Context: an optimization exercise on an open-source flow, tuned for small area, a short achievable clock period and few clock cycles per item. The choices shown serve that exercise and are no tape-out recipe.
At most, simulation tests tie the RTL to the original design; equivalence was not proved.
Only the layout flow was run in run 1; the RTL was not checked for function there.

==> flow/design.v (outline; a module is shown in full before it is edited, if it fits) <==
// module loop_pv: 1372 lines
// module bk_add: 41 lines
// module bk_add2: 44 lines
module loop_pv (
    input  wire         clk,
    input  wire         rst,
    input  wire [511:0] coef_c,
    input  wire [79:0]  coef_s,
    input  wire [1:0]   bq_en,
    input  wire [30:0]  ilim,
    input  wire [31:0]  fe_max,
    input  wire         start,
    input  wire         pos_en,
    input  wire [63:0]  p_set,      
    input  wire [63:0]  pos_fb,     
    input  wire [63:0]  v_set,      
    input  wire [63:0]  a_set,      
    input  wire [31:0]  v_fb,       
    output reg          ready,
    output reg          done,
    output reg  [31:0]  ep,
    output reg  [31:0]  vref,
    output wire [31:0]  iqref,
    output reg          sat,
    output reg          sat_evt,
    output reg          fe
);
  // ...
==> flow/run.sh <==
#!/bin/bash
# synth_recipe.tcl (not shown) runs the flow's synth.tcl, then flattens the netlist and writes it again
# the make line also repeats each setting of config.mk as NAME=value (left out here)
make -C /OpenROAD-flow-scripts/flow DESIGN_CONFIG=/design/flow/config.mk WORK_HOME=/design/flow/orfs CLKGATE_MAP_FILE= SYNTH_SCRIPT=/design/flow/synth_recipe.tcl finish
==> flow/config.mk <==
export PLATFORM = sky130hd
export DESIGN_NAME = loop_pv
export DESIGN_NICKNAME = loop_pv
export VERILOG_FILES = /design/flow/design.v
export SDC_FILE = /design/flow/constraint.sdc
export NUM_CORES = 4
export LEC_CHECK = 0
export ABC_AREA = 1
export CAP_MARGIN = 20
export CORE_MARGIN = 2
export CORE_UTILIZATION = 40
export SLEW_MARGIN = 20
==> flow/constraint.sdc <==
create_clock -name core_clock -period 50.0 [get_ports {clk}]
set_input_delay 10.0000 -clock core_clock [delete_from_list [all_inputs] [get_ports {clk}]]
set_output_delay 10.0000 -clock core_clock [all_outputs]
set_load 0.01 [all_outputs]
==> qor.yml, run 1 <==
buf_share_pct: 10.5
fin_skew_ps: 81.8
die_y_um: 486
ys.flop_type: "edfxtp_1"
hold_viol: 0
io_buffers: 983
cts_setup_buffers: 0
insertion_delay_ps: 830
area_growth_syn_to_layout_pct: 18.5
fillers: 22709
antenna_found_initial: 98
worst_pin_slew_ps: 1360
reg2reg_from: "ilim_r[1]$_DFF_P_"
synth_mux_area_share_pct: 1.00
core_sq_mm: 0.231
vias: 90847
initialDrtViolationCount: 11147
grt_start_max_net_pins: 92
largest_cell_class: "multi-input combinational cells"
clockRootBuffer: "clkbuf_16"
cp_num_cells: 54
clkSinkCount: 1011
rsz0062_at_grt: "false"
synthSimpleGateAreaFrac_pct: 18.6
highest_layer: "met5"
ios: 1050
status: "finished clean"
vias_per_cell: 5.71
gp_congestion: 1.03
ys_seq_elements: 1011
hold_ws_ps: 330
==> run 2, diff against run 1 <==
--- a/flow/design.v
+++ b/flow/design.v
@@ -12,17 +12,17 @@
     input  wire [63:0]  pos_fb,     
     input  wire [63:0]  v_set,      
     input  wire [63:0]  a_set,      
     input  wire [31:0]  v_fb,       
     output reg          ready,
     output reg          done,
     output reg  [31:0]  ep,
     output reg  [31:0]  vref,
-    output wire [31:0]  iqref,
+    output reg  [31:0]  iqref,
     output reg          sat,
     output reg          sat_evt,
     output reg          fe
 );
     localparam [4:0] T_POS = 5'd0,     
                      T_VFF = 5'd1,     
                      T_KIV = 5'd2,     
                      T_KPV = 5'd3,     
@@ -61,21 +61,21 @@
     reg  signed [64:0] i_int;     
     reg  signed [31:0] vcorr;
     reg  signed [31:0] x1_0, x2_0, y1_0, y2_0;
     reg  signed [31:0] x1_1, x2_1, y1_1, y2_1;
     reg  signed [64:0] acc;       
     reg  signed [31:0] vr;        
     reg  signed [31:0] u;         
     reg  [30:0] ilim_r;
+    reg  [31:0] nilim;            
     reg  signed [31:0] mc;
     reg         [4:0]  ms;
     reg  signed [64:0] prod;
     reg         [4:0]  ms2;
-    assign iqref = u;
     wire take = start && ready;
     wire [63:0] dpos;
     bk_add #(64) a_dpos (.a(pr), .b(~fr), .ci(1'b1), .s(dpos), .co());
     wire [40:0] ep_w;
     bk_add #(41) a_epw (.a({dpos[63], dpos[63:24]}), .b(41'd0), .ci(dpos[23]), .s(ep_w), .co());
     wire signed [31:0] ep_cv = (ep_w[40:31] == {10{ep_w[40]}}) ? ep_w[31:0] :
                                (ep_w[40] ? MIN32 : MAX32);
     wire [32:0] ep_abs;
@@ -89,18 +89,18 @@
     wire [31:0] vs_cv = {{3{vs_w[28]}}, vs_w};
     wire [32:0] acs_w;
     bk_add #(33) a_acs (.a({acv[32], acv[32:1]}), .b(33'd0), .ci(acv[0]), .s(acs_w), .co());
     wire [31:0] acs_cv = (acs_w[32] == acs_w[31]) ? acs_w[31:0] :
                          (acs_w[32] ? MIN32 : MAX32);
     wire [32:0] ev_w = {vr[31], vr} - {vfb[31], vfb};
     wire signed [31:0] ev = (ev_w[32] == ev_w[31]) ? ev_w[31:0] :
                             (ev_w[32] ? MIN32 : MAX32);
-    wire [31:0] nilim;                                    
-    bk_add #(32) a_nil (.a(~{1'b0, ilim_r}), .b(32'd0), .ci(1'b1), .s(nilim), .co());
+    wire [31:0] nilim_n;
+    bk_add #(32) a_nil (.a(~{1'b0, ilim_r}), .b(32'd0), .ci(1'b1), .s(nilim_n), .co());
     wire [32:0] d_hi = {2'b00, ilim_r} - {u[31], u};      
     wire [32:0] d_lo = {nilim[31], nilim} - {u[31], u};   
     wire [32:0] e_lo = {u[31], u} + {2'b00, ilim_r};      
     wire        c_hi = d_hi[32];                          
     wire        c_lo = e_lo[32];                          
     wire [32:0] aw_x = c_hi ? d_hi : c_lo ? d_lo : 33'd0;
     wire [31:0] iq   = c_hi ? {1'b0, ilim_r} : c_lo ? nilim : u;
     wire signed [31:0] x1_0r = q0_ok ? x1_0 : 32'sd0;
@@ -1183,17 +1183,18 @@
     wire bm_s493 = bm_s434 ^ bm_c433 ^ 1'b1;
     wire bm_c493 = (bm_s434 & bm_c433) | (bm_s434 & 1'b1) | (bm_c433 & 1'b1);
     wire bm_s494 = bm_pp15[31] ^ ~bm_pp14[33] ^ bm_c434;
     wire bm_c494 = (bm_pp15[31] & ~bm_pp14[33]) | (bm_pp15[31] & bm_c434) | (~bm_pp14[33] & bm_c434);
     wire bm_s495 = bm_pp15[32] ^ 1'b1;
     wire bm_c495 = bm_pp15[32] & 1'b1;
     wire [64:0] bm_r0 = {1'b1, bm_c495, bm_c494, bm_c493, bm_c492, bm_c491, bm_c490, bm_c489, bm_c488, bm_c487, bm_c486, bm_c485, bm_c484, bm_c483, bm_c482, bm_c481, bm_c480, bm_c479, bm_c478, bm_c477, bm_c476, bm_c475, bm_c474, bm_c473, bm_c472, bm_c471, bm_c470, bm_c469, bm_c468, bm_c467, bm_c466, bm_c465, bm_c464, bm_c463, bm_c462, bm_c461, bm_c460, bm_c459, bm_c458, bm_c457, bm_c456, bm_c455, bm_c454, bm_c453, bm_c452, bm_c451, bm_c450, bm_c449, bm_c448, bm_c447, bm_c446, bm_c445, bm_c444, bm_c443, bm_c442, bm_c441, bm_c440, bm_c439, bm_c438, bm_c437, bm_c436, bm_c435, bm_s435, bm_pp0[1], bm_pp0[0]};
     wire [64:0] bm_r1 = {1'b0, ~bm_pp15[33], bm_s495, bm_s494, bm_s493, bm_s492, bm_s491, bm_s490, bm_s489, bm_s488, bm_s487, bm_s486, bm_s485, bm_s484, bm_s483, bm_s482, bm_s481, bm_s480, bm_s479, bm_s478, bm_s477, bm_s476, bm_s475, bm_s474, bm_s473, bm_s472, bm_s471, bm_s470, bm_s469, bm_s468, bm_s467, bm_s466, bm_s465, bm_s464, bm_s463, bm_s462, bm_s461, bm_s460, bm_s459, bm_s458, bm_s457, bm_s456, bm_s455, bm_s454, bm_s453, bm_s452, bm_s451, bm_s450, bm_s449, bm_s448, bm_s447, bm_s446, bm_s445, bm_s444, bm_s443, bm_s442, bm_s441, bm_s440, bm_s439, bm_s438, bm_s437, bm_s436, bm_pp0[2], 1'b0, bm_neg0};
-    wire [64:0] prod_n = bm_r0 + bm_r1;
+    wire [64:0] prod_n;
+    bk_add #(65) bm_cpa (.a(bm_r0), .b(bm_r1), .ci(1'b0), .s(prod_n), .co());
     wire        [4:0]  k    = {~ms2[4], ms2[3:0]};        
     wire        [95:0] w    = {{31{prod[64]}}, prod} << k;
     reg  [16:0] same;
     integer j;
     always @* begin
         same[0] = 1'b1;
         for (j = 1; j <= 16; j = j + 1)
             same[j] = same[j-1] && (prod[64-j] == prod[64]);
@@ -1266,16 +1267,17 @@
     end
     wire opb_n   = take || (opb && t != T_KPV);
     wire ready_n = !opb_n || (t_n == T_KPV);
     wire q_end = (t2 == 5'd10) || (t2 == 5'd15);     
     always @(posedge clk) begin
         mc     <= coef_c[32*ci_n +: 32];
         ms     <= coef_s[5*ci_n +: 5];
         ilim_r <= ilim;
+        nilim  <= nilim_n;
         bqe    <= bq_en;
         z_aff  <= (coef_c[5*32 +: 32] == 32'd0);
         z_aw   <= (coef_c[4*32 +: 32] == 32'd0);
         prod   <= prod_n;
         ms2    <= ms;
         t2     <= t;
         b_vc   <= (t == T_VFF);
         b_ii   <= (t == T_KIV) || (t == T_KPV) || (t == T_AW);
@@ -1314,17 +1316,17 @@
             T_VFF:  vr    <= y_n;
             T_KIV: begin
                 i_int <= sum;
                 i_ok  <= 1'b1;
             end
             T_AW: begin
                 i_int   <= sum;
                 i_ok    <= 1'b1;
-                u       <= iq;
+                iqref   <= iq;
                 sat     <= c_hi || c_lo;
                 sat_evt <= (c_hi || c_lo) && !sat;
             end
             default: ;
         endcase
         if (w_acc) acc <= sum;
         if (w_uy)  u   <= y_n;
         if (t2 == 5'd10) begin
@@ -1339,17 +1341,17 @@
             bs      <= T_KIV;
             fs      <= F_NONE;
             opb     <= 1'b0;
             cv      <= 1'b0;
             ready   <= 1'b1;
             done    <= 1'b0;
             ep      <= 32'd0;
             vref    <= 32'd0;
-            u       <= 32'sd0;
+            iqref   <= 32'd0;
             sat     <= 1'b0;
             sat_evt <= 1'b0;
             fe      <= 1'b0;
             i_ok    <= 1'b0;
             vc_ok   <= 1'b0;
             q0_ok   <= 1'b0;
             q1_ok   <= 1'b0;
         end else begin
==> qor.yml, run 2 <==
status: "finished clean"  # unchanged
r2r_setup_slack_ps: 38060  # was 37500 ps
yosysUniqueCellTypes: 79  # was 66
fillers: 22237  # was 22709
cp.buffers_inverters: 1  # was 12
post-dp-hpwl_um: 308000  # was 336000 um
reg2reg_from: "u[7]$_DFFE_PP_"  # was ilim_r[1]$_DFF_P_
synth_top_area_cell: "edfxtp_1"  # unchanged
io_buffers: 983  # unchanged
insertion_delay_ps: 830  # about the same
busiest_layer: "met2"  # unchanged
crit_type: "flop to output port"  # was flop to flop
routedWlPerCell_um: 27.1  # was 27.4 um
clkSinkCount: 1075  # was 1011
vias_per_cell: 5.67  # was 5.71
cts_resized: 0  # unchanged
antenna_found_initial: 73  # was 98
grt_util_met1_pct: 41.8  # was 45.0%
yosysMostFrequentCell: "nand2_1"  # unchanged
ant_nets: 0  # unchanged
vias: 85342  # was 90847
rows: 175  # was 176
grt_pass1_wl_um: 576000  # was 617000 um
final_core_util_pct: 47.7  # was 47.8%
initialDrtViolationCount: 9546  # was 11147
period_needed_ps: 12020  # was 12500 ps
grt_start_max_net_pins: 212  # was 92
clockRootBuffer: "clkbuf_16"  # unchanged
synth_cells: 11189  # was 12042
avgSynthCellArea_sq_um: 8.13  # was 7.72 sq um
first_pass_iters: 6  # was 7
final-max-slew-violation-count: 0  # unchanged
fmax_mhz: 83.2  # was 80.0 MHz
clk_pin_slew_worst_paths_ps: 60  # about the same
core_sq_mm: 0.227  # was 0.231 sq mm
ys.flop_type: "edfxtp_1"  # unchanged
worst_pin_slew_ps: 1280  # was 1360 ps
tns_ps: 0  # unchanged
met3_usage_pct: 10.9  # was 10.4%
grt_pass1_vias: 83291  # was 88653
hold_start: "ms[3]$_DFF_P_"  # was ms[4]$_DFF_P_
layout_commonest_cell: "nand2_1"  # unchanged
layout.nets: 13941  # was 14751
ff_latch_area_sq_mm: 0.0280  # was 0.0264 sq mm
slowest_delay_ps: 890  # was 770 ps
overflow: 0  # unchanged
setup_slack_ps: 37980  # was 37500 ps
final_cells: 15043  # was 15917
start_kind: "flop"  # unchanged
period_share_pct: 24.0  # was 25.0%
dp_cells: 14756  # was 15618
die_y_um: 481  # was 486 um
routed_wl_um: 407000  # was 436000 um
cts_tree: "built"  # unchanged
synth_top_area_share_pct: 21.2  # was 19.7%
postCtsHoldBufs: 0  # unchanged
cp.arrival_ps: 2020  # was 13150 ps
initial_core_util_pct: 40.1  # was 40.3%
ios: 1050  # unchanged
drv_cap: 0  # unchanged
synthesis.nets: 13261  # was 14085
yosys-top-cells-count: "nand2_1, inv_1, o21ai_0"  # unchanged
gr-usage-met2_pct: 52.5  # was 54.1%
drc_errors: 0  # unchanged
gr-usage-all-layers_pct: 34.2  # was 35.8%
cts_setup_buffers: 0  # unchanged
gp_congestion: 1.00  # was 1.03
crit_path_start: "ready$_SDFF_PP1_"  # was ilim_r[1]$_DFF_P_
area_growth_syn_to_layout_pct: 18.8  # was 18.5%
cts_made_buffers: 120  # was 114
hold_viol: 0  # unchanged
htree_levels: 3  # unchanged
synthArstFlopShare_pct: 0  # unchanged
synth_seq_area_share_pct: 30.7  # was 28.3%
hold_class: "flop to flop"  # unchanged
die-area_sq_mm: 0.231  # was 0.236 sq mm
crit_family: "buffers and inverters"  # was simple AND/OR/NAND/NOR gates
worstPathMaxFanout: 3  # was 32
netlist_area_sq_mm: 0.0910  # was 0.0930 sq mm
synth_edf_count: 641  # was 609
required_ps: 40000  # was 50650 ps
multi_input_area_sq_mm: 0.0541  # was 0.0568 sq mm
slew_headroom_pct: 14.1  # was 8.70%
final_cell_mix: "nand2_1, inv_1, clkdlybuf4s50_1"  # unchanged
clockBufferDepth: 3  # unchanged
rsz0062_at_grt: "false"  # unchanged
cpMaxStageDelayCell: "clkdlybuf4s50_1"  # was fa_1
top_regs: "acc x65, i_int x65, prod x65"  # unchanged
fin_skew_ps: 121  # was 81.8 ps
setup_viol: 0  # unchanged
die_w_um: 481  # was 486 um
crit_path_end_kind: "output port"  # was flop
dp_slack_ps: 37720  # was 37860 ps
synthTopCellsByArea: "edfxtp_1, fa_1, dfxtp_1, nand2_1, ha_1"  # was edfxtp_1, fa_1, nand2_1, dfxtp_1, inv_1
yosys_warnings: 8  # unchanged
path_cells: "clkdlybuf4s50_1"
ys_seq_elements: 1075  # was 1011
layout-drive-gt1-share_pct: 4.83  # was 4.18%
==> run 2: layout make-up <==
class,instances,share of cell area (%)
Inverter,1750,6.09
Clock inverter,88,0.855
Multi-Input combinational cell,7728,50.1
Antenna cell,58,0.134
Timing Repair Buffer,1194,10.6
Tap cell,3009,3.48
Clock buffer,141,2.92
Sequential cell,1075,25.9
==> run 2: final timing paths <==
path / cells past startpoint / endpoint
worst max-delay path: 1 / ready
worst min-delay path: 0 / ms2[3]$_DFF_P_
worst max register to register: 41 / prod[46]$_DFF_P_
worst min register to register: 0 / ms2[3]$_DFF_P_
==> run 2: through the flow <==
stage                     hold slack (ps)  area, sq um
after floorplan                       310        91000
after global placement                313       104000
after detailed placement              318       104000
after CTS                             330       108000
after global routing                  336       108000
final                                 330       108000
==> run 2: cell families (layout without fill, tap and decap cells) <==
logic type | after synthesis | count (layout) | synth area share (%)
xor gates and xnor gates | 761 | 761 | 7.32
and+or+nand+nor | 3375 | 3375 | 15.6
AOI/OAI and AO/OA | 2400 | 2400 | 15.4
buffers and inverters | 2386 | 3173 | 10.1
other | 0 | 58 | 0
DFF | 1075 | 1075 | 30.7
muxes | 69 | 69 | 0.759
adders and majority gates | 1123 | 1123 | 20.1
==> run 2: layer usage <==
layer,vias to the layer above,wire length (um)
met5,-,169
met4,26,29000
met3,1003,48400
met2,4805,178000
met1,41028,152000
li1,38480,-
Testbench counts of run 2, summed over its fixed seeds: cycles 84,798, items 8,000.
==> run 3, diff against run 2 <==
==> flow/flow/run.sh (new file) <==
#!/bin/bash
# The standard layout (the standard.sh: standard synthesis, then ORFS to
# the final layout), with one change: the port buffers that global placement
# inserts on every input and output are sky130_fd_sc_hd__buf_1 instead of the
# default choice. The make output goes to standard.log; ORFS writes each
# step's log under orfs/logs/.
set -euo pipefail
bash standard.sh "BUFFER_PORTS_ARGS=-buffer_cell sky130_fd_sc_hd__buf_1" finish > standard.log 2>&1
==> flow/standard.sh (new file) <==
#!/bin/bash
# synth_recipe.tcl (not shown) runs the flow's synth.tcl, then flattens the netlist and writes it again
# the make line also repeats each setting of config.mk as NAME=value (left out here)
make -C /OpenROAD-flow-scripts/flow DESIGN_CONFIG=/design/flow/config.mk WORK_HOME=/design/flow/orfs CLKGATE_MAP_FILE= SYNTH_SCRIPT=/design/flow/synth_recipe.tcl "${@:-finish}"
removed: flow/run.sh
==> qor.yml, run 3 <==
worst_pin_slew_ps: 1320  # was 1280 ps
synthTopCellsByArea: "edfxtp_1, fa_1, dfxtp_1, nand2_1, ha_1"  # unchanged
die-area_sq_mm: 0.231  # unchanged
vias: 85711  # was 85342
first_pass_iters: 7  # was 6
top_regs: "acc x65, i_int x65, prod x65"  # unchanged
io_buffers: 983  # unchanged
worstPathMaxFanout: 63  # was 3
routed_wl_um: 405000  # was 407000 um
hold_path_end: "ms2[4]$_DFF_P_"  # was ms2[3]$_DFF_P_
layout_commonest_cell: "nand2_1"  # unchanged
avgSynthCellArea_sq_um: 8.13  # unchanged
period_needed_ps: 12640  # was 12020 ps
status: "finished clean"  # unchanged
yosys-top-cells-count: "nand2_1, inv_1, o21ai_0"  # unchanged
synth_top_area_cell: "edfxtp_1"  # unchanged
synth_seq_area_share_pct: 30.7  # unchanged
fin_skew_ps: 91.6  # was 121 ps
overflow: 0  # unchanged
die_w_um: 481  # unchanged
insertion_delay_ps: 850  # was 830 ps
ios: 1050  # unchanged
required_ps: 50600  # was 40000 ps
drc_errors: 0  # unchanged
hold_depth: 0  # unchanged
die_y_um: 481  # unchanged
cts_made_buffers: 119  # was 120
antenna_found_initial: 92  # was 73
cts_resized: 0  # unchanged
initial_core_util_pct: 40.1  # unchanged
fillers: 22961  # was 22237
clockBufferDepth: 3  # unchanged
slowest_delay_ps: 1160  # was 890 ps
reg2reg_depth: 37  # was 41
htree_levels: 3  # unchanged
routedWlPerCell_um: 26.9  # was 27.1 um
layout-drive-gt1-share_pct: 4.71  # was 4.83%
yosys_warnings: 8  # unchanged
ys.flop_type: "edfxtp_1"  # unchanged
rsz0062_at_grt: "false"  # unchanged
cts_setup_buffers: 0  # unchanged
fmax_mhz: 79.1  # was 83.2 MHz
clkSinkCount: 1075  # unchanged
cts_tree: "built"  # unchanged
gp_congestion: 1.03  # was 1.00
setup_viol: 0  # unchanged
synth_cells: 11189  # unchanged
hold_class: "flop to flop"  # unchanged
start_kind: "flop"  # unchanged
reg2reg_from: "u[23]$_DFFE_PP_"  # was u[7]$_DFFE_PP_
cpMaxStageDelayCell: "clkinv_1"  # was clkdlybuf4s50_1
postCtsHoldBufs: 0  # unchanged
final-max-slew-violation-count: 0  # unchanged
yosysUniqueCellTypes: 79  # unchanged
layout.nets: 13940  # was 13941
grt_pass1_vias: 83067  # was 83291
grt_pass1_wl_um: 574000  # was 576000 um
dp_slack_ps: 37900  # was 37720 ps
vias_per_cell: 5.69  # was 5.67
period_share_pct: 25.3  # was 24.0%
setup_slack_ps: 37360  # was 37980 ps
clockRootBuffer: "clkbuf_16"  # unchanged
clk_pin_slew_worst_paths_ps: 60  # about the same
final_cell_mix: "nand2_1, inv_1, buf_1"  # was nand2_1, inv_1, clkdlybuf4s50_1
area_growth_syn_to_layout_pct: 12.1  # was 18.8%
yosysMostFrequentCell: "nand2_1"  # unchanged
cp.arrival_ps: 13230  # was 2020 ps
r2r_setup_slack_ps: 37360  # was 38060 ps
ys_seq_elements: 1075  # unchanged
synth_edf_count: 641  # unchanged
post-dp-hpwl_um: 307000  # was 308000 um
hold_start: "ms[4]$_DFF_P_"  # was ms[3]$_DFF_P_
synthesis.nets: 13261  # unchanged
place_area_sq_mm: 0.0977  # was 0.104 sq mm
hold_viol: 0  # unchanged
synthArstFlopShare_pct: 0  # unchanged
crit_type: "flop to flop"  # was flop to output port
drv_cap: 0  # unchanged
synth_top_area_share_pct: 21.2  # unchanged
core_sq_mm: 0.227  # unchanged
gr-usage-all-layers_pct: 34.1  # was 34.2%
initialDrtViolationCount: 10229  # was 9546
rows: 175  # unchanged
ant_nets: 0  # unchanged
tns_ps: 0  # unchanged
stdcell_area_sq_mm: 0.102  # was 0.108 sq mm
grt_start_max_net_pins: 163  # was 212
r2r-end: "prod[42]$_DFF_P_"  # was prod[46]$_DFF_P_
crit_path_end_kind: "flop"  # was output port
slew_headroom_pct: 11.4  # was 14.1%
netlist_area_sq_mm: 0.0910  # unchanged
-- run 3: changes by cell type in the layout (fill, tap and decap cells not counted), sizes merged --
cell and delta:
clkdlybuf4s50 -982, buf +980, clkbuf +28, diode +26
clkinv -22, bufinv -3, clkinvlp -3, inv -2
-- run 3: cells by family (layout without fill, tap and decap cells) --
group / count (synthesis) / after routing / share of synthesized area, %
AO/OA/AOI/OAI: 2400 / 2400 / 15.4
XOR/XNOR: 761 / 761 / 7.32
adder cells (fa/ha/maj): 1123 / 1123 / 20.1
buffers and inverters: 2386 / 3169 / 10.1
flip-flops: 1075 / 1075 / 30.7
multiplexers: 69 / 69 / 0.759
other: 0 / 84 / 0
AND/OR/NAND/NOR: 3375 / 3375 / 15.6
-- run 3: final cells by class --
type                    instances  area [sq um]  area share, %
well taps                    3009          3760           3.69
clock inverters                58           714          0.701
repair buffers               1194          5290           5.19
inverters                    1750          6580           6.46
clock buffers                 167          3320           3.26
diodes                         84           210          0.206
flip-flops and latches       1075         28000           27.4
multi-input cells            7728         54100           53.1
-- run 3: through the flow --
step | utilization, % | hold WS [ps] | instances
finish | 45.0 | 326 | 15065
global route | 44.9 | 331 | 15039
CTS | 44.8 | 326 | 14978
detailed placement | 43.1 | 312 | 14753
global placement | 43.1 | 313 | 14753
floorplan | - | 310 | 11189
-- run 3: worst max-delay path by stage --
stage / cells past startpoint / slack, ps / endpoint / from
CTS: 46 / 38130 / prod[62]$_DFF_P_ / u[7]$_DFFE_PP_
finish: 37 / 37360 / prod[42]$_DFF_P_ / u[23]$_DFFE_PP_
detailed placement: 5 / 37900 / mc[1]$_DFF_P_ / coef_c[449]
global placement: 5 / 37900 / mc[1]$_DFF_P_ / coef_c[449]
floorplan: 1 / 36430 / x1_0[0]$_DFFE_PN_ / t2[4]$_SDFF_PP1_
global route: 47 / 37230 / prod[62]$_DFF_P_ / u[22]$_DFFE_PP_
-- run 3: layer usage --
layer	track usage, %	part of all wire [%]	up-vias
met5	0	0.069	-
li1	-	-	38522
met2	51.9	43	4938
met4	21.3	7.5	40
met3	10.6	12	1109
met1	41.9	37	41102
-- run 3: critical path: cells and delay by family (launching register included) --
| kind | cells | cell delay (ps) |
|---|---|---|
| compound gates | 5 | 1360 |
| xor+xnor | 2 | 660 |
| flops | 1 | 710 |
| fa+ha+maj | 8 | 3690 |
| buf+inv | 5 | 2290 |
| simple gates | 17 | 3580 |

## separate check: timing with driven ports
In the flow no input, the clock included, has a driving cell. The finished layouts below were timed again as built, in two steps. Step 1, drivers: a clkbuf_16 drives clk and a buf_2 each remaining input, both assumed. Step 2 times the ports against the registers' clock, not the clock port: input delays grow and output delays shrink by t, the midpoint of the rising clock arrivals with the driver on. Slacks: ideal / step 1 / step 2; pairs: ideal / step 1.
| run | t, ns | setup slack, ns | hold WS [ns] | clock arrival spread, ns | worst slew at a driven data input, ns |
|---|---|---|---|---|---|
| run 1 | 0.867 | 37.502 / 37.476 / 37.502 | 0.330 / 0.330 / 0.330 | 0.083 / 0.083 | 0.28 |
| run 2 | 0.867 | 37.980 / 37.883 / 37.411 | 0.330 / 0.330 / 0.330 | 0.121 / 0.121 | 0.30 |
| run 3 | 0.895 | 37.364 / 37.364 / 37.364 | 0.326 / 0.326 / 0.326 | 0.097 / 0.097 | 0.28 |
After both steps setup and hold are still met in every run listed. For run 2, which loses most, drivers alone change the setup slack by -0.097 ns; drivers and shift together by -0.569 ns.
